This is an optimization exercise on Yosys and OpenROAD, whose aim is small area, a short achievable clock period and few clock cycles per item, not a production implementation.
Where RTL was checked, it was by simulation tests only, not by an equivalence proof against the original.
No functional check of the RTL was part of run 5.

`design/flow/flow/run.sh`:
```
#!/bin/bash
set -euo pipefail
export BUFFER_PORTS_ARGS="-buffer_cell sky130_fd_sc_hd__buf_1"
export CTS_ARGS="-sink_clustering_enable -repair_clock_nets -dont_use_dummy_load"
sed -e 's/SETUP_SLACK_MARGIN=5/SETUP_SLACK_MARGIN=5.5/' standard.sh > standard_custom.sh
grep -q 'SETUP_SLACK_MARGIN=5.5' standard_custom.sh
bash standard_custom.sh > flow.log 2>&1
```
`design/flow/standard.sh`:
```
#!/bin/bash
# synth_recipe.tcl (not shown) runs the flow's synth.tcl, then flattens the netlist and writes it again
# the make line also repeats each setting of config.mk as NAME=value (left out here)
make -C /OpenROAD-flow-scripts/flow DESIGN_CONFIG=/design/flow/config.mk WORK_HOME=/design/flow/orfs CLKGATE_MAP_FILE= SYNTH_SCRIPT=/design/flow/synth_recipe.tcl "${@:-finish}"
```
`design/flow/config.mk`:
```
export PLATFORM = sky130hd
export DESIGN_NAME = gra_mac
export DESIGN_NICKNAME = gra_mac
export VERILOG_FILES = /design/flow/design.v
export SDC_FILE = /design/flow/constraint.sdc
export NUM_CORES = 4
export LEC_CHECK = 0
export ABC_AREA = 1
export CAP_MARGIN = 20
export CORE_MARGIN = 2
export CORE_UTILIZATION = 40
export SETUP_SLACK_MARGIN = 5
export SLEW_MARGIN = 20
export SYNTH_HIERARCHICAL = 1
```
`design/flow/constraint.sdc`:
```
create_clock -name core_clock -period 10.0 [get_ports {clk}]
set_input_delay 2.0000 -clock core_clock [delete_from_list [all_inputs] [get_ports {clk}]]
set_output_delay 2.0000 -clock core_clock [all_outputs]
set_load 0.01 [all_outputs]
```
`design/flow/design.v`:
```
module gra_mac (
    input  wire         clk,
    input  wire         rst,
    input  wire         start,
    input  wire [6:0]   nwords,      
    input  wire [255:0] key,
    input  wire [63:0]  ctr,
    output wire         ready,
    input  wire         in_valid,
    input  wire [31:0]  in_data,
    output wire         in_ready,
    output wire         done,
    output wire [127:0] mac
);
    localparam integer S_IDLE = 0,
                       S_PRE  = 1,       
                       S_INIT = 2,       
                       S_RND  = 3,
                       S_ADD  = 4,       
                       S_ROT  = 5,       
                       S_WAIT = 6,       
                       S_DONE = 7;       
    function [31:0] bswap;
        input [31:0] x;
        bswap = {x[7:0], x[15:8], x[23:16], x[31:24]};
    endfunction
    function [31:0] rotr;
        input [31:0] x;
        input integer n;
        rotr = (x >> n) | (x << (32 - n));
    endfunction
    function [31:0] bsig0;
        input [31:0] x;
        bsig0 = rotr(x, 2) ^ rotr(x, 13) ^ rotr(x, 22);
    endfunction
    function [31:0] bsig1;
        input [31:0] x;
        bsig1 = rotr(x, 6) ^ rotr(x, 11) ^ rotr(x, 25);
    endfunction
    function [31:0] ssig0;
        input [31:0] x;
        ssig0 = rotr(x, 7) ^ rotr(x, 18) ^ (x >> 3);
    endfunction
    function [31:0] ssig1;
        input [31:0] x;
        ssig1 = rotr(x, 17) ^ rotr(x, 19) ^ (x >> 10);
    endfunction
    function [1:0] kfun;
        input [7:0] s;
        input [5:0] r;
        input       op;
        begin
            kfun = 2'd0;
            if (s[S_RND]) begin
                case (r[1:0])
                    2'b10:   kfun = 2'd3;
                    2'b11:   kfun = 2'd2;
                    default: kfun = 2'd1;
                endcase
            end else if (s[S_ROT]) begin
                case (r[1:0])
                    2'b10:   kfun = 2'd2;
                    2'b11:   kfun = 2'd1;
                    default: kfun = 2'd0;
                endcase
            end else if (s[S_ADD] && op) begin
                kfun = 2'd3;
            end
        end
    endfunction
    localparam [255:0] IV = {32'h6a09e667, 32'hbb67ae85, 32'h3c6ef372, 32'ha54ff53a,
                             32'h510e527f, 32'h9b05688c, 32'h1f83d9ab, 32'h5be0cd19};
    reg  [7:0]   st;          
    reg          outer;       
    reg          keyblk;      
    reg          opad;        
    reg          fin_blk;     
    reg          is_last;     
    reg  [5:0]   rc;          
    reg  [3:0]   slot_r;      
    reg  [4:0]   have_r;      
    reg          nbrk;        
    reg  [7:0]   rem;         
    reg  [31:0]  w [0:15];    
    reg  [31:0]  a, b, c, d, e, f, g, h;
    reg  [31:0]  p;           
    reg  [31:0]  hv [0:7];    
    wire        in_idle  = st[S_IDLE];
    wire        in_pre   = st[S_PRE];
    wire        in_init  = st[S_INIT];
    wire        in_rnd   = st[S_RND];
    wire        in_add   = st[S_ADD];
    wire        in_rot   = st[S_ROT];
    wire        in_wait  = st[S_WAIT];
    wire        in_done  = st[S_DONE];
    wire        last_in  = !outer && is_last;
    assign done  = in_done;
    assign ready = in_idle || in_done;
    function [8:0] fsel;
        input [7:0] s;
        input [5:0] r;
        input       o, kb, fb, il;
        input [3:0] sr;
        reg         fd, nf, fk, fo, fi;
        reg  [3:0]  sl;
        reg         r0, e12, lt, ct, li;
        begin
            r0  = (r == 6'd0);
            e12 = s[S_RND] && !r0 && (r <= 6'd13);
            lt  = (s[S_RND] && (r0 || r == 6'd63)) || s[S_ADD];
            ct  = !o && !il;
            li  = !o && il;
            fd = 1'b0; nf = 1'b0; sl = 4'd0;
            if (s[S_IDLE] || s[S_DONE]) begin
                fd = 1'b1; nf = 1'b1; sl = 4'd0;
            end else if (s[S_PRE]) begin
                fd = 1'b1; sl = 4'd1;
            end else if (s[S_INIT]) begin
                fd = 1'b1; sl = 4'd2;
            end else if (s[S_WAIT]) begin
                fd = 1'b1; sl = sr;
            end else if (s[S_ROT]) begin
                fd = 1'b1; nf = (r[1:0] == 2'd2); sl = {2'b0, r[1:0] ^ 2'b10};
            end else if (e12) begin
                fd = 1'b1; sl = r[3:0] + 4'd2;
            end else begin
                if (s[S_RND] && r == 6'd63 && ct) begin
                    fd = 1'b1; nf = 1'b1; sl = 4'd0;
                end
                if (s[S_RND] && r0 && (ct || li)) begin
                    fd = 1'b1; nf = li; sl = {3'd0, ct};
                end
                if (s[S_ADD] && (ct || li)) begin
                    fd = 1'b1; sl = {2'd0, ct, li};
                end
            end
            fk = s[S_IDLE] || s[S_PRE] || s[S_DONE] || ((s[S_INIT] || e12) && kb) || (lt && li);
            fo = !s[S_IDLE] && !s[S_PRE] && !s[S_DONE] && (o || (lt && li));
            fi = s[S_ROT] || (e12 && fb);
            fsel = {fd, nf, sl, fk, fo, fi};
        end
    endfunction
    wire        cont     = !outer && !is_last;       
    wire        rc0      = (rc == 6'd0);
    wire        r62      = in_rnd && (rc == 6'd63);
    wire        r63      = in_rnd && rc0;
    wire        early    = in_rnd && !rc0 && (rc <= 6'd13);
    wire        feed, newfeed, f_key, f_opad, f_ih;
    wire [3:0]  slot;
    assign {feed, newfeed, slot, f_key, f_opad, f_ih} = fsel(st, rc, outer, keyblk, fin_blk, is_last, slot_r);
    wire [4:0]  have     = newfeed ? 5'd0 : have_r;
    reg  [1:0]  ksel;         
    wire [31:0] hv_ar   = hv[ksel];
    wire [31:0] hv_er   = hv[{1'b1, ksel}];
    wire [31:0] len_bits = 32'd768 + {20'd0, nwords, 5'd0};
    wire [31:0] pad      = f_opad ? 32'h5c5c5c5c : 32'h36363636;
    wire        rem_pos  = !rem[7] && (rem != 8'd0);
    reg  [31:0] src_word;
    reg         src_in;       
    always @(*) begin
        src_word = 32'd0;
        src_in   = 1'b0;
        if (f_key) begin
            src_word = pad;
            if (!slot[3]) src_word = bswap(key[32*slot[2:0] +: 32]) ^ pad;
        end else if (f_ih) begin
            if (!slot[3])            src_word = slot[2] ? hv_er : hv_ar;
            else if (slot == 4'd8)   src_word = 32'h80000000;
            else if (slot == 4'd15)  src_word = 32'd768;
        end else begin
            if (rem_pos) begin
                src_word = bswap(in_data);
                src_in   = 1'b1;
            end else if (rem == 8'd0)               src_word = bswap(ctr[31:0]);
            else if (rem == 8'hff)                  src_word = bswap(ctr[63:32]);
            else if (rem == 8'hfe)                  src_word = 32'h80000000;
            else if (slot == 4'd15 && rem != 8'hfd) src_word = len_bits;
        end
    end
    wire        want     = feed && ({1'b0, slot} == have);
    wire        avail    = !src_in || in_valid;
    wire        take     = want && avail;
    wire        miss     = want && !avail;
    wire        take_msg = take && !f_key && !f_ih;
    reg         in_ready_r;   
    assign in_ready = in_ready_r;
    wire [31:0] w_new;
    gra_mac_sched u_sched (.w0(w[0]), .w1(w[1]), .w9(w[9]), .w14(w[14]), .w_new(w_new));
    reg  [31:0] tail;
    always @(*) begin
        if (take)
            tail = src_word;
        else if (feed)
            tail = w[0];              
        else
            tail = w_new;
    end
    reg  [1:0]  k;
    reg         rot;
    reg         ff_iv;
    reg  [31:0] iv_a, iv_e;
    always @(*) begin
        case (k)
            2'd0: begin iv_a = IV[255:224]; iv_e = IV[127:96]; end
            2'd1: begin iv_a = IV[223:192]; iv_e = IV[95:64];  end
            2'd2: begin iv_a = IV[191:160]; iv_e = IV[63:32];  end
            default: begin iv_a = IV[159:128]; iv_e = IV[31:0]; end
        endcase
    end
    wire [31:0] hv_a    = ff_iv ? iv_a : hv_ar;
    wire [31:0] hv_e    = ff_iv ? iv_e : hv_er;
    wire [31:0] st_a    = rot ? d : (in_init ? 32'd0 : a);
    wire [31:0] st_e    = rot ? h : (in_init ? 32'd0 : e);
    wire [31:0] sum_a, sum_e;
    gra_mac_add32 u_ffa (.x(hv_a), .y(st_a), .s(sum_a));
    gra_mac_add32 u_ffe (.x(hv_e), .y(st_e), .s(sum_e));
    wire        ld_iv   = in_init && keyblk;
    wire [31:0] ld1     = ld_iv ? IV[223:192] : hv[1];
    wire [31:0] ld2     = ld_iv ? IV[191:160] : hv[2];
    wire [31:0] ld3     = ld_iv ? IV[159:128] : hv[3];
    wire [31:0] ld5     = ld_iv ? IV[95:64]   : hv[5];
    wire [31:0] ld6     = ld_iv ? IV[63:32]   : hv[6];
    wire [31:0] ld7     = ld_iv ? IV[31:0]    : hv[7];
    wire [31:0] a_new, e_new;
    gra_mac_round u_round (.a(a), .b(b), .c(c), .d(d), .e(e), .f(f), .g(g), .p(p),
                           .a_new(a_new), .e_new(e_new));
    wire        shift = in_rnd || rot;
    wire [31:0] hnext = shift ? g : ld7;
    wire [31:0] p_new;
    gra_mac_pnext u_pnext (.rc(rc), .hnext(hnext), .w14(w[14]), .p_new(p_new));
    integer i;
    always @(posedge clk) begin
        for (i = 0; i < 15; i = i + 1)
            w[i] <= w[i+1];
        w[15] <= tail;
        p <= p_new;
        a <= in_rnd ? a_new : sum_a;
        e <= in_rnd ? e_new : sum_e;
        if (shift) begin
            b <= a; c <= b; d <= c;
            f <= e; g <= f; h <= g;
        end else begin
            b <= ld1; c <= ld2; d <= ld3;
            f <= ld5; g <= ld6; h <= ld7;
        end
    end
    reg         ff_wr;        
    reg         h3_wr;        
    reg  [1:0]  wk;
    wire [31:0] bus_a  = h3_wr ? d : sum_a;
    always @(posedge clk) begin
        if (ff_wr || h3_wr)
            hv[wk] <= bus_a;
        if (ff_wr)
            hv[{1'b1, k}] <= sum_e;
    end
    assign mac = {bswap(hv[3]), bswap(hv[2]), bswap(hv[1]), bswap(hv[0])};
    reg  [7:0]  st_n;
    reg  [5:0]  rc_n;
    reg         outer_n, keyblk_n, opad_n, fin_n, last_n, nbrk_n;
    reg  [3:0]  slot_n;
    reg  [4:0]  have_n;
    reg  [7:0]  rem_n;
    always @(*) begin
        st_n     = 8'd0;
        rc_n     = rc;
        outer_n  = outer;
        keyblk_n = keyblk;
        opad_n   = opad;
        fin_n    = fin_blk;
        last_n   = is_last;
        nbrk_n   = nbrk;
        rem_n    = rem;
        if (feed) begin
            slot_n = slot + 4'd1;
            have_n = take ? have + 5'd1 : have;
        end else begin
            slot_n = slot_r + 4'd1;
            have_n = have_r;
        end
        if (take_msg) begin
            rem_n = rem - 8'd1;
            if (slot == 4'd15) last_n = rem[7] && (rem <= 8'hfc);
        end
        case (1'b1)
            in_idle: begin
                st_n[start ? S_PRE : S_IDLE] = 1'b1;
            end
            in_pre: begin
                outer_n  = 1'b0;
                keyblk_n = 1'b1;
                opad_n   = 1'b0;
                fin_n    = 1'b0;
                last_n   = 1'b0;
                rem_n    = {1'b0, nwords} + 8'd6;
                nbrk_n   = 1'b0;
                rc_n     = 6'd0;
                st_n[S_INIT] = 1'b1;
            end
            in_init: begin
                rc_n = 6'd1;
                st_n[miss ? S_WAIT : S_RND] = 1'b1;
            end
            in_wait: begin
                rc_n = 6'd0;
                st_n[(slot_r == 4'd1 && (have_r > 5'd1 || (have_r == 5'd1 && avail))) ? S_INIT : S_WAIT] = 1'b1;
            end
            in_rnd: begin
                if (!rc0) rc_n = rc + 6'd1;
                if ((r62 || r63) && miss) nbrk_n = 1'b1;
                if (early && miss)
                    st_n[S_WAIT] = 1'b1;
                else if (rc0)
                    st_n[S_ADD] = 1'b1;
                else
                    st_n[S_RND] = 1'b1;
            end
            in_add: begin
                rc_n   = 6'd1;
                nbrk_n = 1'b0;
                if (fin_blk) begin
                    st_n[S_DONE] = 1'b1;
                end else if (opad) begin
                    rc_n     = 6'd62;
                    keyblk_n = 1'b0;
                    opad_n   = 1'b0;
                    fin_n    = 1'b1;
                    st_n[S_ROT] = 1'b1;
                end else if (last_in) begin
                    rc_n     = 6'd0;
                    outer_n  = 1'b1;
                    keyblk_n = 1'b1;
                    opad_n   = 1'b1;
                    st_n[S_INIT] = 1'b1;
                end else begin
                    keyblk_n = 1'b0;
                    st_n[(nbrk || miss) ? S_WAIT : S_RND] = 1'b1;
                end
            end
            in_rot: begin
                rc_n = rc0 ? 6'd1 : rc + 6'd1;
                st_n[rc0 ? S_RND : S_ROT] = 1'b1;
            end
            in_done: begin
                st_n[start ? S_PRE : S_IDLE] = 1'b1;
            end
            default: st_n[S_IDLE] = 1'b1;
        endcase
        if (rst) begin
            st_n   = 8'd0;
            st_n[S_IDLE] = 1'b1;
            nbrk_n = 1'b0;
        end
    end
    wire        feed_n, newfeed_n, f_key_n, f_opad_n, f_ih_n;
    wire [3:0]  fslot_n;
    assign {feed_n, newfeed_n, fslot_n, f_key_n, f_opad_n, f_ih_n} =
        fsel(st_n, rc_n, outer_n, keyblk_n, fin_n, last_n, slot_n);
    wire [4:0]  fhave_n  = newfeed_n ? 5'd0 : have_n;
    wire        ready_n  = feed_n && ({1'b0, fslot_n} == fhave_n) && !f_key_n && !f_ih_n
                           && !rem_n[7] && (rem_n != 8'd0);
    wire        rot_n   = st_n[S_ROT] || (st_n[S_ADD] && opad_n);
    wire [1:0]  k_n     = kfun(st_n, rc_n, opad_n);
    wire        ffwr_n  = !opad_n && ((st_n[S_RND] && (rc_n == 6'd0 || rc_n[5:1] == 5'b11111)) || st_n[S_ADD]);
    wire        h3wr_n  = fin_n && st_n[S_RND] && (rc_n != 6'd0) && (rc_n <= 6'd4);
    reg  [1:0]  wk_n;
    always @(*) begin
        wk_n = k_n;
        if (h3wr_n) begin
            case (rc_n[1:0])
                2'b01:   wk_n = 2'd3;
                2'b10:   wk_n = 2'd2;
                2'b11:   wk_n = 2'd1;
                default: wk_n = 2'd0;
            endcase
        end
    end
    always @(posedge clk) begin
        k          <= k_n;
        ksel       <= (feed_n && f_ih_n) ? fslot_n[1:0] : k_n;
        rot        <= rot_n;
        ff_iv      <= rot_n || keyblk_n;
        ff_wr      <= ffwr_n;
        h3_wr      <= h3wr_n;
        wk         <= wk_n;
        st         <= st_n;
        rc         <= rc_n;
        outer      <= outer_n;
        keyblk     <= keyblk_n;
        opad       <= opad_n;
        fin_blk    <= fin_n;
        is_last    <= last_n;
        nbrk       <= nbrk_n;
        slot_r     <= slot_n;
        have_r     <= have_n;
        rem        <= rem_n;
        in_ready_r <= ready_n;
    end
endmodule
module gra_mac_round (
    input  wire [31:0] a, b, c, d, e, f, g, p,
    output wire [31:0] a_new, e_new
);
    function [31:0] rotr;
        input [31:0] x;
        input integer n;
        rotr = (x >> n) | (x << (32 - n));
    endfunction
    function [31:0] bsig0;
        input [31:0] x;
        bsig0 = rotr(x, 2) ^ rotr(x, 13) ^ rotr(x, 22);
    endfunction
    function [31:0] bsig1;
        input [31:0] x;
        bsig1 = rotr(x, 6) ^ rotr(x, 11) ^ rotr(x, 25);
    endfunction
    wire [31:0] ch    = (e & f) ^ (~e & g);
    wire [31:0] maj   = (a & b) ^ (a & c) ^ (b & c);
    wire [31:0] s1    = bsig1(e);
    wire [31:0] s0    = bsig0(a);
    wire [31:0] x1    = p ^ d ^ ch;
    wire [31:0] y1    = {(p[30:0] & d[30:0]) | (p[30:0] & ch[30:0]) | (d[30:0] & ch[30:0]), 1'b0};
    wire [31:0] x2    = x1 ^ y1 ^ s1;
    wire [31:0] y2    = {(x1[30:0] & y1[30:0]) | (x1[30:0] & s1[30:0]) | (y1[30:0] & s1[30:0]), 1'b0};
    wire [31:0] u1    = p ^ ch ^ maj;
    wire [31:0] v1    = {(p[30:0] & ch[30:0]) | (p[30:0] & maj[30:0]) | (ch[30:0] & maj[30:0]), 1'b0};
    wire [31:0] u2    = u1 ^ v1 ^ s0;
    wire [31:0] v2    = {(u1[30:0] & v1[30:0]) | (u1[30:0] & s0[30:0]) | (v1[30:0] & s0[30:0]), 1'b0};
    wire [31:0] u3    = u2 ^ v2 ^ s1;
    wire [31:0] v3    = {(u2[30:0] & v2[30:0]) | (u2[30:0] & s1[30:0]) | (v2[30:0] & s1[30:0]), 1'b0};
    assign e_new = x2 + y2;
    assign a_new = u3 + v3;
endmodule
module gra_mac_sched (
    input  wire [31:0] w0, w1, w9, w14,
    output wire [31:0] w_new
);
    function [31:0] bkadd;
        input [31:0] u, v;
        reg   [31:0] gg, pp;
        integer i, l;
        begin
            gg = u & v;
            pp = u ^ v;
            for (l = 1; l < 32; l = l * 2)
                for (i = 2*l - 1; i < 32; i = i + 2*l) begin
                    gg[i] = gg[i] | (pp[i] & gg[i-l]);
                    pp[i] = pp[i] & pp[i-l];
                end
            for (l = 8; l >= 1; l = l / 2)
                for (i = 3*l - 1; i < 32; i = i + 2*l) begin
                    gg[i] = gg[i] | (pp[i] & gg[i-l]);
                    pp[i] = pp[i] & pp[i-l];
                end
            bkadd = u ^ v ^ {gg[30:0], 1'b0};
        end
    endfunction
    function [31:0] rotr;
        input [31:0] x;
        input integer n;
        rotr = (x >> n) | (x << (32 - n));
    endfunction
    function [31:0] ssig0;
        input [31:0] x;
        ssig0 = rotr(x, 7) ^ rotr(x, 18) ^ (x >> 3);
    endfunction
    function [31:0] ssig1;
        input [31:0] x;
        ssig1 = rotr(x, 17) ^ rotr(x, 19) ^ (x >> 10);
    endfunction
    wire [31:0] wq0   = ssig0(w1);
    wire [31:0] wq1   = ssig1(w14);
    wire [31:0] wx1   = w0 ^ w9 ^ wq0;
    wire [31:0] wy1   = {(w0[30:0] & w9[30:0]) | (w0[30:0] & wq0[30:0]) | (w9[30:0] & wq0[30:0]), 1'b0};
    wire [31:0] wx2   = wx1 ^ wy1 ^ wq1;
    wire [31:0] wy2   = {(wx1[30:0] & wy1[30:0]) | (wx1[30:0] & wq1[30:0]) | (wy1[30:0] & wq1[30:0]), 1'b0};
    assign w_new = bkadd(wx2, wy2);
endmodule
module gra_mac_pnext (
    input  wire [5:0]  rc,
    input  wire [31:0] hnext, w14,
    output wire [31:0] p_new
);
    function [31:0] bkadd;
        input [31:0] u, v;
        reg   [31:0] gg, pp;
        integer i, l;
        begin
            gg = u & v;
            pp = u ^ v;
            for (l = 1; l < 32; l = l * 2)
                for (i = 2*l - 1; i < 32; i = i + 2*l) begin
                    gg[i] = gg[i] | (pp[i] & gg[i-l]);
                    pp[i] = pp[i] & pp[i-l];
                end
            for (l = 8; l >= 1; l = l / 2)
                for (i = 3*l - 1; i < 32; i = i + 2*l) begin
                    gg[i] = gg[i] | (pp[i] & gg[i-l]);
                    pp[i] = pp[i] & pp[i-l];
                end
            bkadd = u ^ v ^ {gg[30:0], 1'b0};
        end
    endfunction
    function [31:0] kconst;
        input [5:0] i;
        case (i)
            6'd0: kconst = 32'h428a2f98;
            6'd1: kconst = 32'h71374491;
            6'd2: kconst = 32'hb5c0fbcf;
            6'd3: kconst = 32'he9b5dba5;
            6'd4: kconst = 32'h3956c25b;
            6'd5: kconst = 32'h59f111f1;
            6'd6: kconst = 32'h923f82a4;
            6'd7: kconst = 32'hab1c5ed5;
            6'd8: kconst = 32'hd807aa98;
            6'd9: kconst = 32'h12835b01;
            6'd10: kconst = 32'h243185be;
            6'd11: kconst = 32'h550c7dc3;
            6'd12: kconst = 32'h72be5d74;
            6'd13: kconst = 32'h80deb1fe;
            6'd14: kconst = 32'h9bdc06a7;
            6'd15: kconst = 32'hc19bf174;
            6'd16: kconst = 32'he49b69c1;
            6'd17: kconst = 32'hefbe4786;
            6'd18: kconst = 32'h0fc19dc6;
            6'd19: kconst = 32'h240ca1cc;
            6'd20: kconst = 32'h2de92c6f;
            6'd21: kconst = 32'h4a7484aa;
            6'd22: kconst = 32'h5cb0a9dc;
            6'd23: kconst = 32'h76f988da;
            6'd24: kconst = 32'h983e5152;
            6'd25: kconst = 32'ha831c66d;
            6'd26: kconst = 32'hb00327c8;
            6'd27: kconst = 32'hbf597fc7;
            6'd28: kconst = 32'hc6e00bf3;
            6'd29: kconst = 32'hd5a79147;
            6'd30: kconst = 32'h06ca6351;
            6'd31: kconst = 32'h14292967;
            6'd32: kconst = 32'h27b70a85;
            6'd33: kconst = 32'h2e1b2138;
            6'd34: kconst = 32'h4d2c6dfc;
            6'd35: kconst = 32'h53380d13;
            6'd36: kconst = 32'h650a7354;
            6'd37: kconst = 32'h766a0abb;
            6'd38: kconst = 32'h81c2c92e;
            6'd39: kconst = 32'h92722c85;
            6'd40: kconst = 32'ha2bfe8a1;
            6'd41: kconst = 32'ha81a664b;
            6'd42: kconst = 32'hc24b8b70;
            6'd43: kconst = 32'hc76c51a3;
            6'd44: kconst = 32'hd192e819;
            6'd45: kconst = 32'hd6990624;
            6'd46: kconst = 32'hf40e3585;
            6'd47: kconst = 32'h106aa070;
            6'd48: kconst = 32'h19a4c116;
            6'd49: kconst = 32'h1e376c08;
            6'd50: kconst = 32'h2748774c;
            6'd51: kconst = 32'h34b0bcb5;
            6'd52: kconst = 32'h391c0cb3;
            6'd53: kconst = 32'h4ed8aa4a;
            6'd54: kconst = 32'h5b9cca4f;
            6'd55: kconst = 32'h682e6ff3;
            6'd56: kconst = 32'h748f82ee;
            6'd57: kconst = 32'h78a5636f;
            6'd58: kconst = 32'h84c87814;
            6'd59: kconst = 32'h8cc70208;
            6'd60: kconst = 32'h90befffa;
            6'd61: kconst = 32'ha4506ceb;
            6'd62: kconst = 32'hbef9a3f7;
            6'd63: kconst = 32'hc67178f2;
        endcase
    endfunction
    wire [31:0] kval  = kconst(rc);
    wire [31:0] px    = hnext ^ kval ^ w14;
    wire [31:0] py    = {(hnext[30:0] & kval[30:0]) | (hnext[30:0] & w14[30:0]) | (kval[30:0] & w14[30:0]), 1'b0};
    assign p_new = bkadd(px, py);
endmodule
module gra_mac_add32 (
    input  wire [31:0] x, y,
    output wire [31:0] s
);
    function [31:0] bkadd;
        input [31:0] u, v;
        reg   [31:0] gg, pp;
        integer i, l;
        begin
            gg = u & v;
            pp = u ^ v;
            for (l = 1; l < 32; l = l * 2)
                for (i = 2*l - 1; i < 32; i = i + 2*l) begin
                    gg[i] = gg[i] | (pp[i] & gg[i-l]);
                    pp[i] = pp[i] & pp[i-l];
                end
            for (l = 8; l >= 1; l = l / 2)
                for (i = 3*l - 1; i < 32; i = i + 2*l) begin
                    gg[i] = gg[i] | (pp[i] & gg[i-l]);
                    pp[i] = pp[i] & pp[i-l];
                end
            bkadd = u ^ v ^ {gg[30:0], 1'b0};
        end
    endfunction
    assign s = bkadd(x, y);
endmodule
```
==> reports/qor.txt, run 1 <==
status: timing/DRC/antenna clean
max-cap violation count: 0
multiplexer area fraction after synthesis: 0.377%
Hold Crit Class: reg2reg
number of H-tree levels: 3
First DRT Iteration DRCs: 6880
Worst-Skew Late Latency: 750 ps
Vert. Die Dim: 392 um
Global Route Usage Sum: 34.3%
largest stage delay on the critical path: 440 ps
Final Hold Violating Endpoints: 0
dominant register cell in the synthesized netlist: dfxtp_1
number of port buffers: 493
post-route fraction of the period consumed by the critical path: 45.1%
full die area: 153000 um2
endpoint with the worst hold slack: w[1][10]
number of warnings reported in the yosys synthesis log: 13
fmax: 0.222 GHz
sequential cell area fraction in the yosys report: 41.0%
setup slack after placement: 4260 ps
remaining number of nets flagged by the antenna check after routing: 0
Netlist Area Pre-Place: 60100 um2
number of distinct library cell variants in the gate-level netlist after synthesis: 74
top post-synthesis cells by area: dfxtp_1 28%, edfxtp_1 13%, fa_1 10%
startpoint of the lowest-slack hold path: w[2][10]
net count reported at finish: 8367
Post-Synth Simple-Gate Area: 14.8%
number of buffers created by CTS: 112
Final Worst Setup Slack: 5490 ps
commonest cells after routing, fill and taps aside: 1244 x nand2_1, 1121 x inv_1, 784 x dfxtp_1
setup repair after global routing missed its margin: true
hold buffer count at CTS: 0
Crit path top cell by count: nand2_1
core region area: 150000 um2
number of placement rows: 142
launching element type of the critical path: flip-flop
average routed wire per standard cell: 28.8 um
overall overflow remaining after global route: 0
largest fanout of any net on the critical path: 6
width of the die: 392 um
number of vias per cell after detailed routing: 5.64
CP arrival: 5140 ps
CTS tree: built
Clock Skews: 103 ps
area fraction in compound gates after synthesis: 14.0%
Async SR Flop Fraction: 0%
total wire length after detailed routing: 274000 um
maximum number of pins on one net before global-route repair: 100
category of cells accounting for the largest share of critical-path delay: simple AND/OR/NAND/NOR gates
critical path type: reg2reg
number of standard cells after synthesis: 6997
reg2reg end: p[31]
startpoint of the most critical register-to-register path: rc[0]
number of storage elements in the synthesis netlist: 1104
initial antenna violation count: 25
fraction of final layout cells sized beyond drive strength 1: 9.63%
routed via count: 53500
Total Neg Setup Slack: 0 ps
drt first pass iters: 8
cell count of the worst hold path: 0
Setup violations, final: 0
DRC Markers: 0
Final Wtd Congestion: 1.04
Setup crit end kind: flip-flop
starting density of the core: 40.2%
area growth from synthesis to layout: 15.0%
worst-case clock buffer depth: 3
per-instance average area after synthesis: 8.60 um2
parity-gate share of the synthesized area counting xor and xnor cells: 5.43%
fraction of synthesized cell area taken by the top area cell type: 28.2%
required time of the critical path: 10630 ps
wire length of the first global-routing pass: 374000 um
Critical Path Start: rc[0]
CTS sink count: 1104
final core utilization: 46.2%
dominant combinational cell family by area after synthesis: adder cells
most common library cell in the layout ignoring fill and taps: nand2_1
minimum clock period after layout: 4510 ps
HPWL after DPL: 214000 um
cell type with the largest total area after synthesis: dfxtp_1
share of synthesized cell area in full adder, half adder and majority cells: 15.4%
Top Ports: 494
number of global-route vias before repair: 49300
Worst R2R Setup Slack: 5490 ps
slowest cell on the critical path: fa_1
clk root buf: clkbuf_16
count of flip-flops with a built-in enable after synthesis: 256
Rel. slew slack: 13.7%
Clock transition at path regs: 60 ps
Slew Limit Fails: 0
worst hold slack across all endpoints: 296 ps
Mapped Nets: 7899
number of cells on the worst reg-to-reg path: 29
buffers and inverters on the worst path: 4
transition time of the tightest slew-check pin: 1280 ps
## per-module statistics from Yosys (local to each module, per instance)
module / area (um2) / flops+latches
gra_mac: 38400 / 1104
gra_mac_sched: 4030 / 0
gra_mac_add32: 1360 / 0
gra_mac_pnext: 4850 / 0
gra_mac_round: 10200 / 0
## kinds of logic (layout without fill, tap and decap cells)
kind of cell	Yosys count	in the layout
AOI/OAI and AO/OA	1388	1388
xor gates and xnor gates	372	372
adders and majority gates	559	559
buffers and inverters	1434	1899
DFF	1104	1104
muxes	21	21
other	0	9
and+or+nand+nor	2119	2120
## state kept, by name, indices dropped and copies added (netlist names), 2 cells and up, named ones only
name	flops
rc	6
d	32
f	32
h	32
a	32
k	2
hv	256
w	512
have_r	5
st	8
g	32
rem	8
wk	2
slot_r	4
e	32
p	32
b	32
c	32
## cells in the mapped netlist (all sizes together) (7+ instances only)
library cell,count
nor4,9
a22o,31
a32o,21
dfxtp,848
buf,52
xor2,208
maj3,20
nand4,42
a21oi,345
a22oi,27
fa,308
nand2,1347
o211ai,42
nor3,31
o21bai,30
a21o,15
a211oi,10
edfxtp,256
a32oi,26
mux2,13
o21ai,581
a221oi,10
mux2i,8
o21a,7
o311ai,27
a311oi,22
o22a,40
nor2,469
inv,1172
clkbuf,205
a31oi,36
nand3,186
o221ai,42
o22ai,56
o31ai,13
or2,25
xnor2,164
ha,231
## stage by stage
stage	area, um2	std cells
2_1_floorplan	60200	6997
3_5_place_dp	64100	9311
6_report	69200	9488
5_1_grt	69200	9482
4_1_cts	67900	9450
3_3_place_gp	64100	9311
## how the worst max path moves through the flow
stage | to | slack, ps | cells after the start
floorplan | p[31] | 5500 | 27
global route | p[31] | 5320 | 29
finish | p[31] | 5490 | 29
CTS | p[31] | 5350 | 26
detailed placement | p[31] | 4260 | 24
global placement | p[31] | 4290 | 24
## cell type report
type,instances,area (um2)
antenna,9,22.5
clock buffer,112,2800
fill,14800,80400
inverter,1177,4470
multi-input combinational,4460,31300
sequential,1104,24800
tap,2016,2520
timing repair buffer,610,3200
## layer usage
metal,routed length (um),track usage (%),vias up
met5,69,0.606,-
met4,10600,11.2,12
met3,31900,8.18,498
met2,114000,49.6,3240
met1,117000,49.8,26300
li1,-,-,23400
## worst register-to-register path, delay by kind of cell, from the launching register on
kind	cells	cell delay [ps]
flip-flops	1	390
adder cells (fa/ha/maj)	4	1260
XOR/XNOR	2	320
AO/OA/AOI/OAI	3	440
AND/OR/NAND/NOR	16	1490
buffers and inverters	4	530
## timing repair
action | in CTS | in global routing
gates resized for setup | 208 | 275
pin swaps | 17 | 58
setup endpoints to repair | 309 | 159
hold endpoints to repair | 0 | 0
cloned | 4 | 4
buffers inserted | 23 | 24
Testbench counts, summed over its fixed seeds: cycles 102,088, items 320.
==> run 2, diff against run 1 <==
--- a/design/flow/design.v
+++ b/design/flow/design.v
@@ -401,6 +401,22 @@
     input  wire [31:0] a, b, c, d, e, f, g, p,
     output wire [31:0] a_new, e_new
 );
+    function [31:0] skadd;
+        input [31:0] u, v;
+        reg   [31:0] gg, pp;
+        integer i, l;
+        begin
+            gg = u & v;
+            pp = u ^ v;
+            for (l = 1; l < 32; l = l * 2)
+                for (i = 0; i < 32; i = i + 1)
+                    if ((i / l) % 2 == 1) begin
+                        gg[i] = gg[i] | (pp[i] & gg[(i / l) * l - 1]);
+                        pp[i] = pp[i] & pp[(i / l) * l - 1];
+                    end
+            skadd = u ^ v ^ {gg[30:0], 1'b0};
+        end
+    endfunction
     function [31:0] rotr;
         input [31:0] x;
         input integer n;
@@ -418,18 +434,16 @@
     wire [31:0] maj   = (a & b) ^ (a & c) ^ (b & c);
     wire [31:0] s1    = bsig1(e);
     wire [31:0] s0    = bsig0(a);
-    wire [31:0] x1    = p ^ d ^ ch;
-    wire [31:0] y1    = {(p[30:0] & d[30:0]) | (p[30:0] & ch[30:0]) | (d[30:0] & ch[30:0]), 1'b0};
-    wire [31:0] x2    = x1 ^ y1 ^ s1;
-    wire [31:0] y2    = {(x1[30:0] & y1[30:0]) | (x1[30:0] & s1[30:0]) | (y1[30:0] & s1[30:0]), 1'b0};
-    wire [31:0] u1    = p ^ ch ^ maj;
-    wire [31:0] v1    = {(p[30:0] & ch[30:0]) | (p[30:0] & maj[30:0]) | (ch[30:0] & maj[30:0]), 1'b0};
-    wire [31:0] u2    = u1 ^ v1 ^ s0;
-    wire [31:0] v2    = {(u1[30:0] & v1[30:0]) | (u1[30:0] & s0[30:0]) | (v1[30:0] & s0[30:0]), 1'b0};
-    wire [31:0] u3    = u2 ^ v2 ^ s1;
-    wire [31:0] v3    = {(u2[30:0] & v2[30:0]) | (u2[30:0] & s1[30:0]) | (v2[30:0] & s1[30:0]), 1'b0};
-    assign e_new = x2 + y2;
-    assign a_new = u3 + v3;
+    wire [31:0] x1    = p ^ s1 ^ ch;
+    wire [31:0] y1    = {(p[30:0] & s1[30:0]) | (p[30:0] & ch[30:0]) | (s1[30:0] & ch[30:0]), 1'b0};
+    wire [31:0] x2    = x1 ^ y1 ^ d;
+    wire [31:0] y2    = {(x1[30:0] & y1[30:0]) | (x1[30:0] & d[30:0]) | (y1[30:0] & d[30:0]), 1'b0};
+    wire [31:0] u2    = x1 ^ y1 ^ s0;
+    wire [31:0] v2    = {(x1[30:0] & y1[30:0]) | (x1[30:0] & s0[30:0]) | (y1[30:0] & s0[30:0]), 1'b0};
+    wire [31:0] u3    = u2 ^ v2 ^ maj;
+    wire [31:0] v3    = {(u2[30:0] & v2[30:0]) | (u2[30:0] & maj[30:0]) | (v2[30:0] & maj[30:0]), 1'b0};
+    assign e_new = skadd(x2, y2);
+    assign a_new = skadd(u3, v3);
 endmodule
 module gra_mac_sched (
     input  wire [31:0] w0, w1, w9, w14,
==> design/flow/flow/run.sh (replaced) <==
#!/bin/bash
set -euo pipefail
export BUFFER_PORTS_ARGS="-buffer_cell sky130_fd_sc_hd__buf_1"
export CTS_ARGS="-sink_clustering_enable -repair_clock_nets -dont_use_dummy_load -buf_list {sky130_fd_sc_hd__clkbuf_4 sky130_fd_sc_hd__clkbuf_8}"
sed -e 's/SETUP_SLACK_MARGIN=5/SETUP_SLACK_MARGIN=5.5/' standard.sh > standard_custom.sh
grep -q 'SETUP_SLACK_MARGIN=5.5' standard_custom.sh
bash standard_custom.sh > flow.log 2>&1
--- a/design/flow/config.mk
+++ b/design/flow/config.mk
@@ -5,7 +5,6 @@
 export SDC_FILE = /design/flow/constraint.sdc
 export NUM_CORES = 4
 export LEC_CHECK = 0
-export ABC_AREA = 1
 export CAP_MARGIN = 20
 export CORE_MARGIN = 2
 export CORE_UTILIZATION = 40
==> run 2 against run 1 <==
Compared with the run above:
- worst setup slack got worse by 500 ps
- highest routed layer unchanged
- largest cell class unchanged
- clock-buffer cell count rose by 67
- still clean on timing, DRC and antenna
- critical endpoint is now a[22]
==> reports/qor.txt, run 2 <==
Rel. slew slack: 20.5%
number of standard cells after synthesis: 5530
maximum number of pins on one net before global-route repair: 67
Cell Count Post-Placement: 7717
library cell with the highest instance count after synthesis: dfxtp_1
routed via count: 45800
number of flip-flops in the largest register: 512
area growth from synthesis to layout: 18.0%
number of fill cells in the layout: 13400
transition time of the tightest slew-check pin: 1190 ps
CTS tree: built
Area after DPL: 61200 um2
required time of the critical path: 10730 ps
Total Neg Setup Slack: 0 ps
overall overflow remaining after global route: 0
Vert. Die Dim: 383 um
cell type with the largest total area after synthesis: dfxtp_1
hold buffer count at CTS: 0
Slew Limit Fails: 0
most common library cell in the layout ignoring fill and taps: dfxtp_1
launching element type of the critical path: flip-flop
number of H-tree levels: 4
core region area: 142000 um2
minimum clock period after layout: 5010 ps
fraction of final layout cells sized beyond drive strength 1: 16.8%
initial antenna violation count: 19
drt first pass iters: 6
Final Hold Violating Endpoints: 0
Async SR Flop Fraction: 0%
width of the die: 383 um
CTS sink count: 1104
number of placement rows: 138
Setup crit end kind: flip-flop
number of global-route vias before repair: 45500
remaining number of nets flagged by the antenna check after routing: 0
per-instance average area after synthesis: 10.4 um2
most numerous cell types in the synthesized netlist: 848 x dfxtp_1, 646 x nand2_1, 598 x inv_1
clk root buf: clkbuf_8
largest fanout of any net on the critical path: 4
starting density of the core: 40.4%
DRC Markers: 0
Worst-Skew Late Latency: 920 ps
number of distinct library cell variants in the gate-level netlist after synthesis: 107
setup repair after global routing missed its margin: true
Netlist Area Pre-Place: 57400 um2
top post-synthesis cells by area: dfxtp_1 30%, edfxtp_1 13%, fa_1 9.8%
First DRT Iteration DRCs: 4854
Mapped Nets: 6405
Clock Skews: 105 ps
commonest cells after routing, fill and taps aside: 781 x dfxtp_1, 629 x nand2_1, 583 x inv_1
fmax: 0.200 GHz
count of flip-flops with a built-in enable after synthesis: 256
CP arrival: 5740 ps
number of vias per cell after detailed routing: 5.67
Non-Filler Cell Area, Final: 67700 um2
number of port buffers: 493
sequential cell area fraction in the yosys report: 43.0%
final non-filler cell total: 8075
critical path type: reg2reg
status: timing/DRC/antenna clean
Clock transition at path regs: 60 ps
number of storage elements in the synthesis netlist: 1104
Setup violations, final: 0
Reg with most FFs: w
wire length of the first global-routing pass: 313000 um
Top Ports: 494
Largest regs: w: 512 flops, hv: 256 flops
number of buffers created by CTS: 179
max-cap violation count: 0
Global Route Usage Sum: 29.3%
full die area: 146000 um2
worst-case clock buffer depth: 3
dominant register cell in the synthesized netlist: dfxtp_1
Hold Crit Class: reg2reg
Final Wtd Congestion: 0.982
average routed wire per standard cell: 27.2 um
number of warnings reported in the yosys synthesis log: 13
net count reported at finish: 7048
post-route fraction of the period consumed by the critical path: 50.1%
total wire length after detailed routing: 220000 um
final core utilization: 47.7%
fraction of synthesized cell area taken by the top area cell type: 29.6%
HPWL after DPL: 162000 um
run 2: per-stage QoR:
stage | hold slack, ps | setup WS (ps)
detailed placement | 312 | 4210
global route | 291 | 4910
CTS | 282 | 4940
floorplan | 310 | 5430
finish | 279 | 4990
global placement | 310 | 4140
run 2: cell families after synthesis:
kind of cell	Yosys count	share of synthesized area (%)
and+or+nand+nor	1277	10.1
buffers and inverters	861	5.72
muxes	248	6.24
xor gates and xnor gates	413	6.31
DFF	1104	43.0
AOI/OAI and AO/OA	1105	13.7
adders and majority gates	522	15.0
run 2: repair_timing:
action / 4_1_cts / 5_1_grt
pin swaps: 101 / 111
resized for setup: 360 / 201
gates cloned: 9 / 3
setup buffers: 96 / 57
hold endpoints to repair: 0 / 0
setup endpoints to repair: 318 / 126
run 2: path summary, 6_finish.rpt:
path | from | end | slack, ps | depth (start not counted)
max | e[30] | a[22] | 4990 | 18
min reg2reg | w[11][19] | w[10][19] | 280 | 0
min | w[11][19] | w[10][19] | 280 | 0
max reg2reg | e[30] | a[22] | 4990 | 18
run 2: layout make-up:
| class | count | area (um2) | area share (%) |
|---|---|---|---|
| multi-input combinational | 3570 | 31500 | 46.6 |
| sequential | 1104 | 24800 | 36.7 |
| timing repair buffer | 715 | 4180 | 6.18 |
| clock buffer | 179 | 2460 | 3.64 |
| tap | 1890 | 2360 | 3.49 |
| inverter | 603 | 2290 | 3.38 |
| antenna | 14 | 35.0 | 0.0517 |
run 2: routing by layer:
| layer | vias up | track usage (%) | part of all wire [%] |
|---|---|---|---|
| met2 | 2404 | 46.5 | 45 |
| li1 | 20200 | - | - |
| met4 | 8 | 15.4 | 5.9 |
| met5 | - | 0 | 0.027 |
| met3 | 529 | 5.88 | 8.1 |
| met1 | 22600 | 37.9 | 41 |
run 2: Yosys stat by module, one instance, submodules excluded:
| module | cell area [um2] | times used |
|---|---|---|
| gra_mac_add32 | 1360 | 2 |
| gra_mac_sched | 4010 | 1 |
| gra_mac_pnext | 5150 | 1 |
| gra_mac | 37800 | 1 |
| gra_mac_round | 7640 | 1 |
run 2: critical path, stage by stage, from the launching register on:
cell	delay (ps)
dfxtp_4	350
xnor2_2	150
xnor2_2	290
fa_2	550
fa_1	540
inv_1	60
fa_1	470
inv_1	60
ha_4	280
o211a_4	170
a21oi_4	80
or4_4	580
a211o_1	340
buf_6	140
a21bo_1	180
nand2b_1	120
a21oi_2	80
xnor2_1	130
mux2_4	260
Testbench counts of run 2, summed over its fixed seeds: cycles 102,088, items 320.
==> run 3, diff against run 2 <==
--- a/design/flow/config.mk
+++ b/design/flow/config.mk
@@ -5,6 +5,7 @@
 export SDC_FILE = /design/flow/constraint.sdc
 export NUM_CORES = 4
 export LEC_CHECK = 0
+export ABC_AREA = 1
 export CAP_MARGIN = 20
 export CORE_MARGIN = 2
 export CORE_UTILIZATION = 40
==> run 3 against run 2 <==
Compared with the run above:
- routed wire length grew 7.1%
- cell count up 14%
- hold slack got worse by 23 ps
- utilization decreased by 1.7 points
- non-clock buffer count shrank 106
- critical path depth rose by 6
- clock-buffer cell count grew 2
- clock skew up 11 ps
- critical endpoint is now p[31]
- largest cell class unchanged
- highest routed layer unchanged
==> reports/qor.txt, run 3 <==
Total Neg Setup Slack: 0 ps
initial antenna violation count: 20
most numerous cell types in the synthesized netlist: 1173 x nand2_1, 1053 x inv_1, 848 x dfxtp_1
number of storage elements in the synthesis netlist: 1104
First DRT Iteration DRCs: 4998
Netlist Area Pre-Place: 58600 um2
setup repair after global routing missed its margin: true
max-cap violation count: 0
area growth from synthesis to layout: 14.2%
transition time of the tightest slew-check pin: 1220 ps
met2 usage in global routing: 49.9%
area fraction in compound gates after synthesis: 13.8%
Most Crowded Layer GR: met2
Async SR Flop Fraction: 0%
Setup crit end kind: flip-flop
maximum number of pins on one net before global-route repair: 83
Slew Limit Fails: 0
Crit path top cell by count: nand2_2
CTS tree: built
Global Route Usage Sum: 30.7%
Vert. Die Dim: 387 um
category of cells accounting for the largest share of critical-path delay: adder cells
slowest cell on the critical path: fa_1
full die area: 150000 um2
Rel. slew slack: 18.6%
dominant combinational cell family by area after synthesis: adder cells
Post-Synth Simple-Gate Area: 14.5%
average routed wire per standard cell: 25.7 um
launching element type of the critical path: flip-flop
Final Wtd Congestion: 1.00
cell type with the largest total area after synthesis: dfxtp_1
number of flip-flops in the largest register: 512
dominant register cell in the synthesized netlist: dfxtp_1
met1 layer usage reported by global route: 38.1%
multiplexer area fraction after synthesis: 0.551%
number of standard cells after synthesis: 6727
required time of the critical path: 10730 ps
number of global-route vias before repair: 48600
setup slack after placement: 4550 ps
Mapped Nets: 7602
drt first pass iters: 6
minimum clock period after layout: 4630 ps
starting density of the core: 40.3%
largest fanout of any net on the critical path: 5
Final Worst Setup Slack: 5370 ps
HPWL after DPL: 182000 um
number of port buffers: 493
CP arrival: 5360 ps
DRC Markers: 0
width of the die: 387 um
routed via count: 49900
Final Hold Violating Endpoints: 0
CTS sink count: 1104
Worst-Skew Late Latency: 940 ps
net count reported at finish: 8127
number of warnings reported in the yosys synthesis log: 13
clk root buf: clkbuf_8
most common library cell in the layout ignoring fill and taps: nand2_1
Clock Skews: 115 ps
library cell with the highest instance count after synthesis: nand2_1
status: timing/DRC/antenna clean
fmax: 0.216 GHz
remaining number of nets flagged by the antenna check after routing: 0
crit path cell chain: clkinvlp_4 > ha_4 > buf_4 > nor2_1 > o21ai_0 > o21ai_1 > nand2_1 > fa_1 > inv_1 > ha_1 > a21o_1 > nand3_1 > nand2_1 > a21oi_2 > nand2_4 > nand2_2 > nand2_2 > nand2_2 > nand2_2 > fa_2 > xnor2_2 > xnor2_1 > nand3b_1 > nand2_1
total wire length after detailed routing: 236000 um
Largest regs: w: 512 flops, hv: 256 flops
per-instance average area after synthesis: 8.71 um2
fraction of synthesized cell area taken by the top area cell type: 29.0%
hold buffer count at CTS: 0
number of placement rows: 140
parity-gate share of the synthesized area counting xor and xnor cells: 5.50%
Hold Crit Class: reg2reg
sequential cell area fraction in the yosys report: 42.1%
Reg with most FFs: w
top post-synthesis cells by area: dfxtp_1 29%, edfxtp_1 13%, fa_1 9.6%
wire length of the first global-routing pass: 336000 um
fraction of final layout cells sized beyond drive strength 1: 10.7%
number of H-tree levels: 4
final core utilization: 46.0%
overall overflow remaining after global route: 0
count of flip-flops with a built-in enable after synthesis: 256
number of distinct library cell variants in the gate-level netlist after synthesis: 80
post-route fraction of the period consumed by the critical path: 46.3%
Top Ports: 494
Setup violations, final: 0
number of vias per cell after detailed routing: 5.44
share of synthesized cell area in full adder, half adder and majority cells: 14.7%
number of fill cells in the layout: 14300
Clock transition at path regs: 60 ps
met3 Usage GRT: 6.35%
buffers and inverters on the worst path: 3
number of buffers created by CTS: 181
worst-case clock buffer depth: 3
critical path type: reg2reg
commonest cells after routing, fill and taps aside: 1130 x nand2_1, 1029 x inv_1, 779 x dfxtp_1
core region area: 146000 um2
largest stage delay on the critical path: 510 ps
final non-filler cell total: 9173
Cell Count Post-Placement: 8925
==> run 3: cell count changes after synthesis, sizes merged, moves of 55 or more <==
cell / previous run / this run
o21ai: 184 / 578
a22o: 154 / 45
xor2: 125 / 184
inv: 600 / 1077
xnor2: 288 / 184
mux2: 126 / 26
nand2: 646 / 1236
mux4: 75 / 0
a21o: 73 / 18
nor2: 149 / 483
==> run 3: area by class of cell <==
cell class / instances / area (um2) / area share, %
inverters: 1082 / 4140 / 6.18
well taps: 1917 / 2400 / 3.58
flip-flops and latches: 1104 / 24800 / 37.1
multi-input cells: 4274 / 30000 / 44.9
diodes: 6 / 15.0 / 0.0224
repair buffers: 609 / 3000 / 4.49
clock buffers: 181 / 2490 / 3.72
==> run 3: what timing repair did <==
item | CTS | global route
endpoints found under the setup margin | 287 | 149
pin swaps | 22 | 83
gates resized for setup | 227 | 227
setup buffers | 21 | 38
cloned | 1 | 1
==> run 3: cell families (layout without fill, tap and decap cells) <==
| family | Yosys count | in the layout |
|---|---|---|
| mux | 29 | 29 |
| fa+ha+maj | 521 | 521 |
| compound gates | 1330 | 1330 |
| other cells | 0 | 6 |
| buf+inv | 1351 | 1872 |
| simple gates | 2024 | 2026 |
| flops | 1104 | 1104 |
| xor+xnor | 368 | 368 |
==> run 3: path summary, 6_finish.rpt <==
check	slack, ps	cells after the start	end	start
setup / recovery	5370	24	p[31]	rc[1]
hold / removal	260	0	w[6][25]	w[7][25]
setup reg to reg	5370	24	p[31]	rc[1]
hold reg to reg	260	0	w[6][25]	w[7][25]
==> run 3: per-layer routing <==
metal / part of all wire, % / up-vias
met1: 39 / 24300
met3: 8.0 / 573
met5: 0.070 / -
met2: 46 / 2376
li1: - / 22700
met4: 6.4 / 21
==> run 3: worst reg2reg max path: stages, from the launching register on <==
cell	delay (ps)
dfxtp_4	400
clkinvlp_4	220
ha_4	230
buf_4	130
nor2_1	320
o21ai_0	220
o21ai_1	250
nand2_1	160
fa_1	510
inv_1	40
ha_1	320
a21o_1	180
nand3_1	60
nand2_1	60
a21oi_2	150
nand2_4	80
nand2_2	70
nand2_2	60
nand2_2	80
nand2_2	60
fa_2	380
xnor2_2	170
xnor2_1	150
nand3b_1	130
nand2_1	60
==> run 3: metrics by stage <==
step,area [um2],hold WS [ps]
after floorplan,58600,310
after detailed placement,62200,312
after global placement,62200,310
after CTS,65600,252
final,66900,256
after global routing,66900,271
==> run 3: modules after synthesis, one instance, submodules excluded <==
module	cell area, um2	flip-flops and latches
gra_mac_round	8880	0
gra_mac_sched	4030	0
gra_mac_add32	1360	0
gra_mac_pnext	4850	0
gra_mac	38100	1104
==> run 4, diff against run 3 <==
==> design/flow/flow/run.sh (replaced) <==
#!/bin/bash
set -euo pipefail
export BUFFER_PORTS_ARGS="-buffer_cell sky130_fd_sc_hd__buf_1"
export CTS_ARGS="-sink_clustering_enable -repair_clock_nets -dont_use_dummy_load"
sed -e 's/SETUP_SLACK_MARGIN=5/SETUP_SLACK_MARGIN=5.5/' standard.sh > standard_custom.sh
grep -q 'SETUP_SLACK_MARGIN=5.5' standard_custom.sh
bash standard_custom.sh > flow.log 2>&1
==> run 4 against run 3 <==
Compared with the run above:
- utilization increased by 0.17 points
- clock skew is 5.5 ps lower
- cell area is 0.36% higher
- hold slack better by 42 ps
- worst setup slack worse by 56 ps
- highest routed layer unchanged
==> reports/qor.txt, run 4 <==
First DRT Iteration DRCs: 4973
wire length of the first global-routing pass: 334000 um
Reg with most FFs: w
DRC Markers: 0
launching element type of the critical path: flip-flop
largest stage delay on the critical path: 530 ps
Async SR Flop Fraction: 0%
routed via count: 49500
fmax: 0.213 GHz
transition time of the tightest slew-check pin: 1170 ps
met2 usage in global routing: 49.6%
status: timing/DRC/antenna clean
Final Hold Violating Endpoints: 0
number of buffers created by CTS: 113
number of global-route vias before repair: 48100
per-instance average area after synthesis: 8.71 um2
width of the die: 387 um
Worst-Skew Late Latency: 770 ps
number of vias per cell after detailed routing: 5.44
fraction of synthesized cell area taken by the top area cell type: 29.0%
required time of the critical path: 10550 ps
starting density of the core: 40.3%
Clock transition at path regs: 60 ps
minimum clock period after layout: 4690 ps
largest fanout of any net on the critical path: 5
Netlist Area Pre-Place: 58600 um2
sequential cell area fraction in the yosys report: 42.1%
Setup crit end kind: flip-flop
Final Wtd Congestion: 1.00
Largest regs: w: 512 flops, hv: 256 flops
clk root buf: clkbuf_16
drt first pass iters: 7
HPWL after DPL: 182000 um
Non-Filler Cell Area, Final: 67200 um2
category of cells accounting for the largest share of critical-path delay: adder cells
count of flip-flops with a built-in enable after synthesis: 256
Clock Skews: 110 ps
Global Route Usage Sum: 30.5%
buffers and inverters on the worst path: 4
Mapped Nets: 7602
Top Ports: 494
total wire length after detailed routing: 235000 um
max-cap violation count: 0
Rel. slew slack: 21.5%
Vert. Die Dim: 387 um
number of port buffers: 493
dominant register cell in the synthesized netlist: dfxtp_1
Cell Count Post-Placement: 8925
Total Neg Setup Slack: 0 ps
core region area: 146000 um2
Slew Limit Fails: 0
commonest cells after routing, fill and taps aside: 1135 x nand2_1, 1029 x inv_1, 781 x dfxtp_1
Setup violations, final: 0
setup repair after global routing missed its margin: true
number of distinct library cell variants in the gate-level netlist after synthesis: 80
Area after DPL: 62200 um2
number of storage elements in the synthesis netlist: 1104
maximum number of pins on one net before global-route repair: 83
met1 layer usage reported by global route: 38.2%
remaining number of nets flagged by the antenna check after routing: 0
hold buffer count at CTS: 0
full die area: 150000 um2
Most Crowded Layer GR: met2
slowest cell on the critical path: fa_1
worst hold slack across all endpoints: 298 ps
area growth from synthesis to layout: 14.6%
worst-case clock buffer depth: 3
post-route fraction of the period consumed by the critical path: 46.9%
final non-filler cell total: 9097
CP arrival: 5240 ps
critical path type: reg2reg
number of warnings reported in the yosys synthesis log: 13
initial antenna violation count: 17
average routed wire per standard cell: 25.8 um
most common library cell in the layout ignoring fill and taps: nand2_1
number of H-tree levels: 3
Crit path top cell by count: nand2_2
number of flip-flops in the largest register: 512
CTS tree: built
met3 Usage GRT: 5.78%
number of placement rows: 140
CTS sink count: 1104
number of standard cells after synthesis: 6727
top post-synthesis cells by area: dfxtp_1 29%, edfxtp_1 13%, fa_1 9.6%
library cell with the highest instance count after synthesis: nand2_1
most numerous cell types in the synthesized netlist: 1173 x nand2_1, 1053 x inv_1, 848 x dfxtp_1
cell type with the largest total area after synthesis: dfxtp_1
net count reported at finish: 8051
Hold Crit Class: reg2reg
overall overflow remaining after global route: 0
fraction of final layout cells sized beyond drive strength 1: 9.58%
[run 4: cell counts after synthesis]
Identical to the previous run, type by type.
[run 4: logic make-up after synthesis]
logic type / count (synthesis) / synth area share [%]
mux: 29 / 0.551
buf+inv: 1351 / 8.85
compound gates: 1330 / 13.8
fa+ha+maj: 521 / 14.7
simple gates: 2024 / 14.5
flops: 1104 / 42.1
xor+xnor: 368 / 5.50
[run 4: metal layers]
metal  wire length [um]  up-vias
met1              92400    24100
met2             108000     2294
met3              18400      549
li1                   -    22600
met4              15800       16
met5                117        -
[run 4: final cells by class]
type                            count  area (um2)
Antenna cell                        6        15.0
Clock buffer                      113        2830
Fill cell                       14200       78400
Inverter                         1082        4150
Multi-Input combinational cell   4273       30000
Sequential cell                  1104       24800
Tap cell                         1917        2400
Timing Repair Buffer              602        2970
[run 4: worst paths after layout]
path         endpoint  startpoint  slack, ps  cells after the start
max             p[31]       rc[1]       5310                     26
max reg2reg     p[31]       rc[1]       5310                     26
min          w[7][26]    w[8][26]        300                      0
min reg2reg  w[7][26]    w[8][26]        300                      0
[run 4: timing repair]
| action | in CTS | in global routing |
|---|---|---|
| setup endpoints to repair | 289 | 135 |
| gates resized for setup | 258 | 182 |
| cloned | 2 | 0 |
| setup buffers | 18 | 33 |
| pin swaps | 23 | 77 |
[run 4: per-module statistics from Yosys (local to each module, per instance)]
module         flops+latches  times used  cells
gra_mac                 1104           1   3884
gra_mac_round              0           1   1242
gra_mac_pnext              0           1    791
gra_mac_sched              0           1    464
gra_mac_add32              0           2    173
[run 4: metrics by stage]
step / utilization (%) / setup WS [ps]
after floorplan: - / 5510
after global placement: 42.8 / 4560
after detailed placement: 42.8 / 4550
after CTS: 45.4 / 5410
after global routing: 46.1 / 5140
final: 46.1 / 5310
[run 4: worst register-to-register path: cells and delay by family, from the launching register on]
family | cells | cell delay, ps
compound gates | 4 | 690
simple gates | 12 | 880
xor+xnor | 2 | 320
fa+ha+maj | 4 | 1650
buf+inv | 4 | 560
flops | 1 | 400
==> run 5, diff against run 4 <==
--- a/design/flow/design.v
+++ b/design/flow/design.v
@@ -238,11 +238,12 @@
         e <= in_rnd ? e_new : sum_e;
         if (shift) begin
             b <= a; c <= b; d <= c;
-            f <= e; g <= f; h <= g;
+            f <= e; g <= f;
         end else begin
             b <= ld1; c <= ld2; d <= ld3;
-            f <= ld5; g <= ld6; h <= ld7;
+            f <= ld5; g <= ld6;
         end
+        h <= g;
     end
     reg         ff_wr;        
     reg         h3_wr;        
==> design/flow/flow/run.sh (replaced) <==
#!/bin/bash
set -euo pipefail
export BUFFER_PORTS_ARGS="-buffer_cell sky130_fd_sc_hd__buf_1"
export CTS_ARGS="-sink_clustering_enable -repair_clock_nets -dont_use_dummy_load -buf_list {sky130_fd_sc_hd__clkbuf_4 sky130_fd_sc_hd__clkbuf_8}"
sed -e 's/SETUP_SLACK_MARGIN=5/SETUP_SLACK_MARGIN=5.5/' standard.sh > standard_custom.sh
grep -q 'SETUP_SLACK_MARGIN=5.5' standard_custom.sh
bash standard_custom.sh > flow.log 2>&1
==> run 5 against run 4 <==
Compared with the run above:
- via count rose by 2.2%
- clock skew fell by 2.3 ps
- register-to-register slack improved by 130 ps
- synthesized area rose by 0.30%
- cell count rose by 1.7%
- sequential share of layout area fell by 0.18 points
- first-iteration DRC count rose by 4.2%
- utilization rose by 0.14 points
- critical path depth fell by 2
- global-route usage fell by 0.22 points
- routed wire length rose by 0.26%
- critical endpoint unchanged
==> reports/qor.txt, run 5 <==
status: timing/DRC/antenna clean
Mapped Nets: 7665
Largest regs: w: 512 flops, hv: 256 flops
number of standard cells after synthesis: 6790
final non-filler cell total: 9252
CP arrival: 5270 ps
number of distinct library cell variants in the gate-level netlist after synthesis: 79
category of cells accounting for the largest share of critical-path delay: adder cells
setup slack after placement: 4340 ps
remaining number of nets flagged by the antenna check after routing: 0
library cell with the highest instance count after synthesis: nand2_1
routed via count: 50600
buffers and inverters on the worst path: 3
setup repair after global routing missed its margin: true
core region area: 146000 um2
required time of the critical path: 10710 ps
worst-case clock buffer depth: 3
Non-Filler Cell Area, Final: 67500 um2
count of cell instances traversed by the critical path: 24
number of global-route vias before repair: 48500
Final Hold Violating Endpoints: 0
First DRT Iteration DRCs: 5184
Total Neg Setup Slack: 0 ps
most numerous cell types in the synthesized netlist: 1213 x nand2_1, 1054 x inv_1, 848 x dfxtp_1
minimum clock period after layout: 4560 ps
number of buffers created by CTS: 182
wire length of the first global-routing pass: 332000 um
Clock Skews: 107 ps
Final Wtd Congestion: 1.04
total wire length after detailed routing: 235000 um
launching element type of the critical path: flip-flop
hold buffer count at CTS: 0
slowest cell on the critical path: fa_1
Global Route Usage Sum: 30.3%
Cell Count Post-Placement: 8986
Crit path top cell by count: nand2_1
DRC Markers: 0
initial antenna violation count: 15
number of flip-flops in the largest register: 512
number of fill cells in the layout: 14300
dominant register cell in the synthesized netlist: dfxtp_1
per-instance average area after synthesis: 8.66 um2
average routed wire per standard cell: 25.4 um
most common library cell in the layout ignoring fill and taps: nand2_1
Setup violations, final: 0
Netlist Area Pre-Place: 58800 um2
fraction of synthesized cell area taken by the top area cell type: 28.9%
number of port buffers: 493
Vert. Die Dim: 387 um
CTS sink count: 1104
Rel. slew slack: 24.0%
Final Worst Setup Slack: 5440 ps
Top Ports: 494
transition time of the tightest slew-check pin: 1130 ps
count of flip-flops with a built-in enable after synthesis: 256
fmax: 0.219 GHz
end of the critical path: p[31]
fraction of final layout cells sized beyond drive strength 1: 10.7%
number of vias per cell after detailed routing: 5.47
HPWL after DPL: 179000 um
Clock transition at path regs: 60 ps
Setup crit end kind: flip-flop
post-route fraction of the period consumed by the critical path: 45.6%
max-cap violation count: 0
Critical Path Start: rc[1]
drt first pass iters: 6
Worst R2R Setup Slack: 5440 ps
Area after DPL: 62400 um2
crit path cell chain: clkinvlp_4 > ha_4 > clkinvlp_4 > nand2_4 > nand2_4 > nor2_1 > o311ai_1 > o21ai_1 > fa_1 > inv_1 > ha_1 > a21oi_1 > nand2_1 > a21oi_2 > nand2_4 > nand2_2 > nand2_2 > nand2_1 > nand2_1 > fa_2 > xnor2_2 > xnor2_1 > nand3b_1 > nand2_1
commonest cells after routing, fill and taps aside: 1175 x nand2_1, 1036 x inv_1, 779 x dfxtp_1
Slew Limit Fails: 0
starting density of the core: 40.3%
reg2reg end: p[31]
Reg with most FFs: w
Hold Crit Class: reg2reg
net count reported at finish: 8205
critical path type: reg2reg
CTS tree: built
overall overflow remaining after global route: 0
number of warnings reported in the yosys synthesis log: 13
full die area: 150000 um2
width of the die: 387 um
Async SR Flop Fraction: 0%
area growth from synthesis to layout: 14.8%
clk root buf: clkbuf_8
maximum number of pins on one net before global-route repair: 93
number of H-tree levels: 4
Worst-Skew Late Latency: 880 ps
startpoint of the most critical register-to-register path: rc[1]
largest fanout of any net on the critical path: 5
sequential cell area fraction in the yosys report: 42.0%
number of placement rows: 140
top post-synthesis cells by area: dfxtp_1 29%, edfxtp_1 13%, fa_1 9.6%
cell type with the largest total area after synthesis: dfxtp_1
number of cells on the worst reg-to-reg path: 24
number of storage elements in the synthesis netlist: 1104
largest stage delay on the critical path: 440 ps
worst hold slack across all endpoints: 281 ps
final core utilization: 46.3%
[run 5: worst min-delay path by stage]
stage	start	to	slack (ps)	depth (start not counted)
after floorplan	w[11][0]	w[10][0]	310	0
after global placement	w[13][10]	w[12][10]	310	0
after detailed placement	w[11][1]	w[10][1]	310	0
after CTS	w[2][26]	w[1][26]	280	0
after global routing	w[2][26]	w[1][26]	270	0
final	w[2][26]	w[1][26]	280	0
[run 5: area by class of cell]
cell class | count | area [um2] | area share (%)
diodes | 7 | 17.5 | 0.0260
well taps | 1917 | 2400 | 3.56
repair buffers | 621 | 3170 | 4.70
inverters | 1083 | 4120 | 6.11
clock buffers | 182 | 2500 | 3.71
multi-input cells | 4338 | 30400 | 45.1
flip-flops and latches | 1104 | 24800 | 36.8
[run 5: repair_timing]
action	in CTS	in global routing
setup buffers	31	37
endpoints found under the setup margin	269	162
cloned	5	4
pin swaps	32	78
gates resized for setup	229	220
[run 5: logic make-up after synthesis]
group / Yosys count / share of synthesized area (%)
compound gates: 1316 / 13.6
fa+ha+maj: 521 / 14.6
mux: 28 / 0.530
xor+xnor: 368 / 5.48
flops: 1104 / 42.0
buf+inv: 1353 / 8.83
simple gates: 2100 / 15.0
[run 5: routing by layer]
layer | up-vias | wire length [um] | global-route usage [%]
li1 | 22900 | - | -
met1 | 24500 | 98700 | 41.7
met2 | 2600 | 102000 | 45.6
met3 | 526 | 22500 | 6.63
met4 | 14 | 11700 | 13.5
met5 | - | 73 | 0
[run 5: modules after synthesis, one instance, submodules excluded]
module,area [um2],cells inside,times used,flops+latches
gra_mac_sched,4030,464,1,0
gra_mac_round,8880,1242,1,0
gra_mac,38300,3947,1,1104
gra_mac_add32,1360,173,2,0
gra_mac_pnext,4850,791,1,0
[run 5: worst reg2reg max path, delay by kind of cell (launching register included)]
kind            cells  cell delay (ps)
simple gates       11             1260
compound gates      4              640
xor+xnor            2              310
fa+ha+maj           4             1420
flops               1              380
buf+inv             3              450

-- port drivers added, routing unchanged --
The flow's constraints put no driver on any port. The routed layouts listed below were extracted and timed again, unchanged, in two steps. Step 1 sets driving cells, clkbuf_16 on the clock port and buf_2 on the other inputs (assumed; they add their load-dependent delay and slew). Step 2, shift: input delay + t, output delay - t, t = (earliest + latest rising clock arrival at the registers) / 2. This alone moves slack from input paths to output paths. Three values: ideal ports, drivers, drivers and shift; two values: the first two.
run | t (ns) | setup WS [ns] | hold slack, ns | worst register clock-pin slew, ns | worst data-port slew with drivers (ns)
run 1 | 0.788 | 5.488 / 5.488 / 5.488 | 0.296 / 0.296 / 0.296 | 0.07 / 0.07 | 0.16
run 2 | 0.945 | 4.990 / 4.990 / 4.990 | 0.279 / 0.279 / 0.279 | 0.07 / 0.07 | 0.14
run 3 | 0.951 | 5.368 / 5.368 / 5.368 | 0.256 / 0.256 / 0.256 | 0.06 / 0.06 | 0.18
run 4 | 0.794 | 5.312 / 5.312 / 5.312 | 0.298 / 0.298 / 0.298 | 0.07 / 0.07 | 0.19
run 5 | 0.912 | 5.438 / 5.438 / 5.438 | 0.281 / 0.281 / 0.281 | 0.07 / 0.07 | 0.12
After both steps every run listed still meets setup and hold.
